From an optimization exercise on the open Yosys and OpenROAD flow, aimed at small area, a short achievable clock period and few clock cycles; shortcuts taken in it are not production practice.
Where RTL was checked, it was by simulation tests only, not by an equivalence proof against the original.
No activity file was given, so power comes from the tool's default toggle rates.

// dz3_tile_scrambler
module dz3_tile_scrambler (
    input  wire        clk,
    input  wire        rst_n,
    input  wire        cmd_valid,
    output reg         cmd_ready,
    input  wire        cmd_dir,
    input  wire [63:0] cmd_block,
    input  wire [63:0] cmd_page,
    input  wire [63:0] cmd_slot,
    input  wire        in_valid,
    output reg         in_ready,
    input  wire [63:0] in_data,
    output reg         out_valid,
    output reg  [63:0] out_data,
    output reg         res_valid,
    output reg         res_crc_ok
);
Size in the first run: roughly 420 flip-flops, about 330 I/O pins, roughly 20000 sq um of cells after synthesis.
Settings: LEC_CHECK=0, CAP_MARGIN=20, CORE_MARGIN=2, CORE_UTILIZATION=70, PLACE_DENSITY=0.8, SLEW_MARGIN=20; clock period 10.0 ns.
standard.sh (not shown) runs the stock make flow with config.mk's settings and CLKGATE_MAP_FILE= SYNTH_SCRIPT=/design/flow/synth_recipe.tcl, a recipe that flattens the netlist after the stock synthesis.
==> flow/flow/run.sh <==
#!/bin/bash
# The standard layout (standard.sh), with:
#  - plain buf_1 cells as the port buffers,
#  - a larger setup margin for timing repair,
#  - clock tree: clkbuf_16 root, clkbuf_8 below it, larger sink clusters, no dummy loads.
set -euo pipefail
bash standard.sh \
  BUFFER_PORTS_ARGS="-buffer_cell sky130_fd_sc_hd__buf_1" \
  SETUP_SLACK_MARGIN=6.95 \
  CTS_ARGS="-sink_clustering_enable -repair_clock_nets -dont_use_dummy_load -root_buf sky130_fd_sc_hd__clkbuf_16 -buf_list sky130_fd_sc_hd__clkbuf_8 -sink_clustering_size 16 -sink_clustering_max_diameter 50" \
  finish > standard.log 2>&1
The baseline went through all stages and came out clean.
Testbench counts at the start, summed over its fixed seeds: cycles 67,152.
Next try:
--- a/flow/design.v
+++ b/flow/design.v
@@ -562,73 +562,70 @@
             in_ready_n = 1'b1;
         else if (adv & last)
             in_ready_n = 1'b0;
         beat_n = beat;
         if (step_en)
             beat_n = take_sel ? 10'd0 : beat + 10'd1;
     end
     always @(posedge clk) begin
         if (!rst_n) begin
-            cmd_ready <= 1'b0;
+            cmd_ready <= 1'b1;
             in_ready  <= 1'b0;
             eng       <= 1'b0;
             out_valid <= 1'b0;
             first1    <= 1'b0;
             last1     <= 1'b0;
             last2     <= 1'b0;
             res_valid <= 1'b0;
         end else begin
-            cmd_ready <= !eng & !accept & jc[6] & (!in_ready | (beat >= BEAT_CMD));
+            cmd_ready <= !eng & !accept & (!in_ready | (beat >= BEAT_CMD));
             in_ready  <= in_ready_n;
             if (accept)
                 eng <= 1'b1;
             else if (take)
                 eng <= 1'b0;
             out_valid <= adv;
             first1    <= adv & (beat == 10'd0);
             last1     <= adv & last;
             last2     <= last1;
             res_valid <= last2;
         end
     end
     always @(posedge clk) begin
-        p_sr <= {fa_sum & eng, p_sr[63:1]}  | ({64{accept}} & cmd_page);
-        s_sr <= {p_sr[0] & eng, s_sr[63:1]} | ({64{accept}} & cmd_slot);
-        b_sr <= {s_sr[0] & eng, b_sr[63:1]} | ({64{accept}} & cmd_block);
-        if (accept) begin
+        if (cmd_ready) begin
+            p_sr    <= cmd_page;
+            s_sr    <= cmd_slot;
+            b_sr    <= cmd_block;
             b_h     <= 4'd0;
             pcol_n  <= pcol_n0;
             qcol_n  <= qcol_n0;
             pcol_c  <= 3'd3;
             qcol_c  <= 3'd2;
             pq_c    <= 1'b0;
             fa_c    <= 1'b1;
             jc      <= 7'd0;
             wrapped <= 1'b0;
             dir_n   <= cmd_dir;
         end else begin
+            p_sr    <= {fa_sum, p_sr[63:1]};
+            s_sr    <= {p_sr[0], s_sr[63:1]};
+            b_sr    <= {s_sr[0], b_sr[63:1]};
             b_h     <= {b_h[2:0], b_sr[0]};
             pcol_n  <= pcol_nx;
             qcol_n  <= qcol_nx;
             pcol_c  <= pcol_sum[3:1];
             qcol_c  <= qcol_sum[3:1];
             pq_c    <= pq_co;
             fa_c    <= fa_co;
-            if (!rst_n || take) begin
-                jc      <= 7'd0;
-            end else if (eng) begin
-                if (jc == 7'd68) begin
-                    jc      <= 7'd46;
-                    wrapped <= 1'b1;
-                end else begin
-                    jc      <= jc + 7'd1;
-                end
-            end else if (!jc[6]) begin
+            if (jc == 7'd68) begin
+                jc      <= 7'd46;
+                wrapped <= 1'b1;
+            end else begin
                 jc      <= jc + 7'd1;
             end
         end
         if (step_en)
             lfsr <= take_sel ? seed : step[86:64];
         if (take)
             dir  <= dir_n;
         beat     <= beat_n;
         out_data <= result;
First-iteration DRC count rose by a quarter to a third.
Final area rises by a few percent.
Via count went up by a few percent.
Final cell count drops slightly.
Core utilization came out lower by 0.56 points.
Worst hold slack gains 93 ps.
Global-route usage rose by 4.6 points.
Combinational power climbs by a few percent.
Clock power went up by a few percent.
Register-to-register slack loses 20 ps.
No functional check of the RTL was part of the second run of this note.

## static timing again, ports no longer ideal
In the flow no input, the clock included, has a driving cell. The finished layouts below were timed again as built, in two steps. Step 1 sets driving cells, clkbuf_16 on the clock port and buf_2 on the other inputs (assumed; they add their load-dependent delay and slew). Step 2 moves the port delays by t, midway between the first and last clock arrival at a register: inputs arrive t later, outputs are due t later. That takes back most of the time a late clock gives input paths. Slacks: ideal ports / drivers / drivers and shift; pairs: ideal ports / drivers.
run | shift t [ns] | slack for setup (ns) | latest minus earliest clock arrival (ns) | slew at the worst register clock pin (ns) | pins driven straight from the clock port
the first run | 0.535 | 6.951 / 6.912 / 6.600 | 0.099 / 0.099 | 0.10 / 0.10 | 1
the second run | 0.539 | 6.931 / 6.902 / 6.578 | 0.076 / 0.076 | 0.10 / 0.10 | 1
After both steps every run listed still meets setup and hold. For the second run, which loses most, drivers alone change the setup slack by -0.029 ns; drivers and shift together by -0.353 ns.
